What follows belongs to an exercise in optimizing a design on an open flow for small area, a short achievable clock period and few clock cycles per item; a production flow would make more cautious choices.

==> 05-15 <==
Design sx_tag_engine, start of the top module:
module sx_tag_engine (
  input  wire         clk,
  input  wire         rst,         
  input  wire         start,
  output wire         ready,
  input  wire [127:0] key,
  input  wire [63:0]  uid,
  input  wire [15:0]  acmd,
  input  wire [31:0]  acnt,
  input  wire [15:0]  alen,
  input  wire [63:0]  atag,
  input  wire         in_valid,
  output wire         in_ready,
  input  wire [15:0]  in_data,
  output reg          done,
  output wire [63:0]  tag,
  output reg          match
);
Settings: LEC_CHECK=0, CAP_MARGIN=20, CORE_MARGIN=2, CORE_UTILIZATION=25, PLACE_DENSITY=0.45, SLEW_MARGIN=20, SYNTH_HIERARCHICAL=1, SYNTH_MINIMUM_KEEP_SIZE=0; clock period 8.0 ns.
run.sh (not shown) runs the stock make flow with config.mk's settings and CLKGATE_MAP_FILE= SYNTH_SCRIPT=/design/flow/synth_recipe.tcl, a recipe that flattens the netlist after the stock synthesis.
==> inputs of 08-01, as changes to 05-15 <==
--- a/flow/design.v
+++ b/flow/design.v
@@ -142,95 +142,59 @@
 endmodule
 module aes_round (
   input  wire [127:0] st,
   input  wire [127:0] rk,
   input  wire [7:0]   rcon,
-  output wire [127:0] sr,
-  output wire [127:0] mc,
-  output wire [127:0] next_rk,
-  output wire [127:0] kp,        
-  output wire [31:0]  ksw        
+  input  wire         last,
+  output wire [127:0] next_st,
+  output wire [127:0] next_rk
 );
-  genvar i, j;
+  function [7:0] xtime(input [7:0] b);
+    xtime = {b[6:0], 1'b0} ^ (b[7] ? 8'h1b : 8'h00);
+  endfunction
   wire [31:0] w0 = rk[127:96];
   wire [31:0] w1 = rk[95:64];
   wire [31:0] w2 = rk[63:32];
   wire [31:0] w3 = rk[31:0];
   wire [31:0] sw;                        
   aes_sbox ks0 (.a(w3[23:16]), .y(sw[31:24]));
   aes_sbox ks1 (.a(w3[15:8]),  .y(sw[23:16]));
   aes_sbox ks2 (.a(w3[7:0]),   .y(sw[15:8]));
   aes_sbox ks3 (.a(w3[31:24]), .y(sw[7:0]));
-  wire [31:0] p0  = w0 ^ {rcon, 24'h0};
-  wire [31:0] p1  = p0 ^ w1;
-  wire [31:0] p2  = p0 ^ (w1 ^ w2);
-  wire [31:0] p3  = (p0 ^ w1) ^ (w2 ^ w3);
-  assign kp = {p0, p1, p2, p3};
-  assign ksw = sw;
-  generate
-    for (i = 0; i < 128; i = i + 1) begin : g_ks
-      sb_xor xk (.a(kp[i]), .b(sw[i % 32]), .y(next_rk[i]));
-    end
-  endgenerate
+  wire [31:0] swc = sw ^ {rcon, 24'h0};
+  wire [31:0] p1  = w0 ^ w1;
+  wire [31:0] p3  = p1 ^ (w2 ^ w3);
+  wire [31:0] n0  = w0 ^ swc;
+  wire [31:0] n1  = p1 ^ swc;
+  wire [31:0] n2  = (p1 ^ w2) ^ swc;
+  wire [31:0] n3  = p3 ^ swc;
+  assign next_rk = {n0, n1, n2, n3};
   wire [7:0] sb [0:15];
+  genvar i;
   generate
     for (i = 0; i < 16; i = i + 1) begin : g_sub
       aes_sbox sbx (.a(st[127 - 8*i -: 8]), .y(sb[i]));
-      assign sr[127 - 8*i -: 8] = sb[(i % 4) + 4 * (((i / 4) + (i % 4)) % 4)];
     end
   endgenerate
-  genvar k, b;
+  wire [7:0] sr [0:15];
   generate
-    for (i = 0; i < 4; i = i + 1) begin : g_mix
-      wire [31:0] a = sr[127 - 32*i -: 32];
-      wire [31:0] d;                           
-      wire [31:0] t;                           
-      wire [31:0] x;                           
-      wire [31:0] o;                           
-      for (k = 0; k < 4; k = k + 1) begin : g_byte
-        for (b = 0; b < 8; b = b + 1) begin : g_bit
-          sb_xor xd (.a(a[8*(3-k) + b]), .b(a[8*(3-(k+1)%4) + b]), .y(d[8*(3-k) + b]));
-          sb_xor xt (.a(a[8*(3-(k+1)%4) + b]), .b(d[8*(3-(k+2)%4) + b]), .y(t[8*(3-k) + b]));
-          if (b == 0) begin : g_x0
-            assign x[8*(3-k)] = d[8*(3-k) + 7];
-          end else if (b == 1 || b == 3 || b == 4) begin : g_xr
-            sb_xor xr (.a(d[8*(3-k) + b - 1]), .b(d[8*(3-k) + 7]), .y(x[8*(3-k) + b]));
-          end else begin : g_xs
-            assign x[8*(3-k) + b] = d[8*(3-k) + b - 1];
-          end
-          sb_xor xo (.a(x[8*(3-k) + b]), .b(t[8*(3-k) + b]), .y(o[8*(3-k) + b]));
-        end
-      end
-      assign mc[127 - 32*i -: 32] = o;
+    for (i = 0; i < 16; i = i + 1) begin : g_shift
+      assign sr[i] = sb[(i % 4) + 4 * (((i / 4) + (i % 4)) % 4)];
     end
   endgenerate
-endmodule
-module kx_sel (
-  input  wire [127:0] v,
-  input  wire         s0,      
-  input  wire         s1,      
-  input  wire         s2,      
-  output wire [127:0] y
-);
-  wire [127:0] d1 = {v[126:0], 1'b0} ^ (v[127] ? 128'h87 : 128'h0);
-  wire [127:0] d2 = {d1[126:0], 1'b0} ^ (d1[127] ? 128'h87 : 128'h0);
-  assign y = ({128{s0}} & v) | ({128{s1}} & d1) | ({128{s2}} & d2);
-endmodule
-module st_next (
-  input  wire         g,
-  input  wire [127:0] m,
-  input  wire [127:0] r,
-  input  wire [127:0] q,
-  output wire [127:0] y
-);
-  wire [127:0] f, nm;
-  genvar i;
   generate
-    for (i = 0; i < 128; i = i + 1) begin : g_bit
-      sb_xor  xf (.a(r[i]), .b(q[i]), .y(f[i]));
-      sb_nand gm (.a(g), .b(m[i]), .y(nm[i]));
-      sb_xnor xy (.a(nm[i]), .b(f[i]), .y(y[i]));
+    for (i = 0; i < 4; i = i + 1) begin : g_mix
+      wire [7:0] a0 = sr[4*i];
+      wire [7:0] a1 = sr[4*i+1];
+      wire [7:0] a2 = sr[4*i+2];
+      wire [7:0] a3 = sr[4*i+3];
+      wire [31:0] mixed = {xtime(a0 ^ a1) ^ a1 ^ (a2 ^ a3),
+                           xtime(a1 ^ a2) ^ a2 ^ (a3 ^ a0),
+                           xtime(a2 ^ a3) ^ a3 ^ (a0 ^ a1),
+                           xtime(a3 ^ a0) ^ a0 ^ (a1 ^ a2)};
+      wire [31:0] col   = last ? {a0, a1, a2, a3} : mixed;
+      assign next_st[127 - 32*i -: 32] = col ^ next_rk[127 - 32*i -: 32];
     end
   endgenerate
 endmodule
 module sx_tag_engine (
   input  wire         clk,
@@ -277,54 +241,40 @@
       4'd8:    rcon = 8'h80;
       4'd9:    rcon = 8'h1b;
       default: rcon = 8'h36;
     endcase
   end
-  wire [127:0] sr, mc, nrk, kp;
-  wire [31:0]  ksw;
-  aes_round u_round (.st(st), .rk(rk), .rcon(rcon), .sr(sr), .mc(mc), .next_rk(nrk),
-                     .kp(kp), .ksw(ksw));
-  wire [127:0] rn = sr ^ nrk;              
+  wire [127:0] round_st, round_rk;
+  aes_round u_round (
+    .st(st), .rk(rk), .rcon(rcon), .last(last),
+    .next_st(round_st), .next_rk(round_rk)
+  );
   wire [127:0] hdr  = {uid, acmd, acnt, alen};
   wire         full = (alen[3:0] == 4'd0);   
   wire [127:0] mask = full ? {128{1'b1}} : ~({128{1'b1}} >> (8 * alen[3:0]));
   wire [127:0] pad  = full ? 128'd0 : ({8'h80, 120'd0} >> (8 * alen[3:0]));
+  wire [127:0] k1   = {round_st[126:0], 1'b0} ^ (round_st[127] ? 128'h87 : 128'h0);
+  wire [127:0] k2   = {k1[126:0], 1'b0} ^ (k1[127] ? 128'h87 : 128'h0);
+  wire [127:0] kx   = full ? k1 : k2;
   wire   idle     = (ph == P_IDLE);
   wire   go       = idle && start;
   wire   alen0    = (alen == 16'd0);
   assign ready    = idle;
   assign in_ready = !idle && !wz && !bfull;
   wire   take     = in_valid && in_ready;
   wire   adv      = !idle && (!last || ph != P_MSG || bfull);
-  wire   lastmsg  = last && ph == P_MSG;
+  wire   lastmsg  = last && ph == P_MSG;       
   wire   lastl    = last && ph == P_L;
-  wire   hold     = !idle && !adv;
-  wire   use_mc   = adv && !last;
-  wire   use_rn   = adv && last && (ph == P_FIN || (ph == P_MSG && !wz));
-  wire   use_k1   = adv && lastl && full;
-  wire   use_k2   = adv && lastl && !full;
-  wire   use_k    = go || (adv && (lastmsg || lastl));
-  wire   use_b    = adv && ((lastmsg && !wz) || (lastl && !alen0));
-  wire   use_h    = (go && !alen0) || (adv && lastl && alen0);
-  wire [127:0] rk_term, sr_term, st_d;
-  kx_sel u_kr (.v(nrk), .s0(use_mc || use_rn), .s1(use_k1), .s2(use_k2), .y(rk_term));
-  kx_sel u_ks (.v(sr),  .s0(use_rn),           .s1(use_k1), .s2(use_k2), .y(sr_term));
-  wire [127:0] early = ({128{use_k}} & key)
-                     ^ (({128{use_b}} & blk) | ({128{use_h}} & hdr) | ({128{hold}} & st));
-  wire [127:0] q = sr_term ^ early;
-  st_next u_next (.g(use_mc), .m(mc), .r(rk_term), .q(q), .y(st_d));
+  wire   use_r    = !go && !lastl && !(lastmsg && wz);
+  wire   use_k    = go || lastmsg || lastl;
+  wire   use_b    = (lastmsg && !wz) || (lastl && !alen0);
+  wire   use_h    = (go && !alen0) || (lastl && alen0);
+  wire   use_x    = lastl;
+  wire [127:0] st_d = ({128{use_r}} & round_st) ^ ({128{use_k}} & key)
+                    ^ (({128{use_b}} & blk) | ({128{use_h}} & hdr))
+                    ^ ({128{use_x}} & kx);
   assign tag = st[127:64];
-  wire [63:0] pa = kp[127:64] ^ atag;
-  wire [63:0] m1, m2;
-  genvar i;
-  generate
-    for (i = 0; i < 64; i = i + 1) begin : g_eq
-      sb_xor  xm (.a(sr[64 + i]), .b(ksw[i % 32]), .y(m1[i]));
-      sb_xnor xe (.a(m1[i]), .b(pa[i]), .y(m2[i]));
-    end
-  endgenerate
-  wire eq = &m2;
   always @(posedge clk) begin
     if (rst) begin
       ph   <= P_IDLE;
       done <= 1'b0;
     end else begin
@@ -346,11 +296,11 @@
               bfull <= 1'b0;
               if (wz) ph <= P_L;
             end
             P_L:   ph <= P_FIN;
             default: begin              
-              match <= eq;
+              match <= (round_st[127:64] == atag);
               done  <= 1'b1;
               ph    <= P_IDLE;
             end
           endcase
         end
@@ -362,14 +312,15 @@
         if (wpos == 3'd7 || wrem == 16'd1) bfull <= 1'b1;
       end
     end
   end
   always @(posedge clk) begin
-    st <= st_d;
-    rk <= ({128{go || (adv && last)}} & key) | ({128{adv && !last}} & nrk)
-        | ({128{hold}} & rk);
+    if (go || adv) begin
+      st <= st_d;
+      rk <= (go || last) ? key : round_rk;
+    end
     if (take)
       blk[127 - 16*wpos -: 16] <= {in_data[7:0], in_data[15:8]};
     else if (adv && lastmsg && wz)
-      blk <= (blk & mask) ^ pad ^ rn;
+      blk <= (blk & mask) ^ pad ^ round_st;
   end
 endmodule
==> inputs of 03-06, as changes to 05-15 <==
--- a/flow/config.mk
+++ b/flow/config.mk
@@ -5,10 +5,10 @@
 export SDC_FILE = /design/flow/constraint.sdc
 export NUM_CORES = 8
 export LEC_CHECK = 0
 export CAP_MARGIN = 20
 export CORE_MARGIN = 2
-export CORE_UTILIZATION = 25
-export PLACE_DENSITY = 0.45
+export CORE_UTILIZATION = 50
+export PLACE_DENSITY = 0.65
 export SLEW_MARGIN = 20
 export SYNTH_HIERARCHICAL = 1
 export SYNTH_MINIMUM_KEEP_SIZE = 0
==> qor summary <==
	05-15	08-01	03-06
Worst max-slew margin expressed relative to the limit	14.3%	18.7%	9.86%
Layout Area Growth over Synthesis	16.0%	20.4%	11.3%
Nets@finish	8086	7282	8016
Net Count, Synth	7841	6801	7841
Share of the final layout cell area in multi-input gates	65.4%	61.9%	68.1%
Inverters, non-clock	541	45	541
Wire length after detailed routing	326000 um	274000 um	286000 um
Placement Setup Slack	447 ps	67.1 ps	927 ps
Largest net degree at the start of global routing	134	143	121
Wire length the detailed router placed on met1	135000 um	115000 um	112000 um
Outcome	complete, no violations	complete, no violations	complete, no violations
Transition time at the pin with the least slew margin	1280 ps	1210 ps	1350 ps
Buffers excl. clock	720	903	656
Data required, critical path	8630 ps	8480 ps	8410 ps
Achievable Freq	131 MHz	131 MHz	134 MHz
Worst Reg2Reg Path Length in Cells	23	27	21
DIE WIDTH	503 um	485 um	357 um
Detailed placement HPWL	256000 um	224000 um	219000 um
Function was not checked in any run of this note: the RTL went through the layout flow alone.

==> afterwards: timing with drivers on the ports <==
Ports are ideal in the flow. The routed layouts listed here were re-timed in OpenROAD. Step 1 (the two cells are an assumption about what drives the block):
set clk [get_ports {clk}]
set_driving_cell -lib_cell sky130_fd_sc_hd__clkbuf_16 $clk
set_driving_cell -lib_cell sky130_fd_sc_hd__buf_2 [delete_from_list [all_inputs] $clk]
Step 2, shift: input delay + t, output delay - t, t = (earliest + latest rising clock arrival at the registers) / 2. This alone moves slack from input paths to output paths. Slacks: no drivers / after step 1 / after step 2; pairs: no drivers / after step 1.
| run | t (ns) | slack for setup (ns) | hold WS [ns] |
|---|---|---|---|
| 05-15 | 0.815 | 0.388 / 0.388 / 0.388 | 0.487 / 0.487 / 0.487 |
| 08-01 | 0.766 | 0.369 / 0.369 / 0.369 | 0.608 / 0.608 / 0.608 |
| 03-06 | 0.749 | 0.541 / 0.541 / 0.541 | 0.497 / 0.497 / 0.497 |
After both steps setup and hold are still met in every run listed.
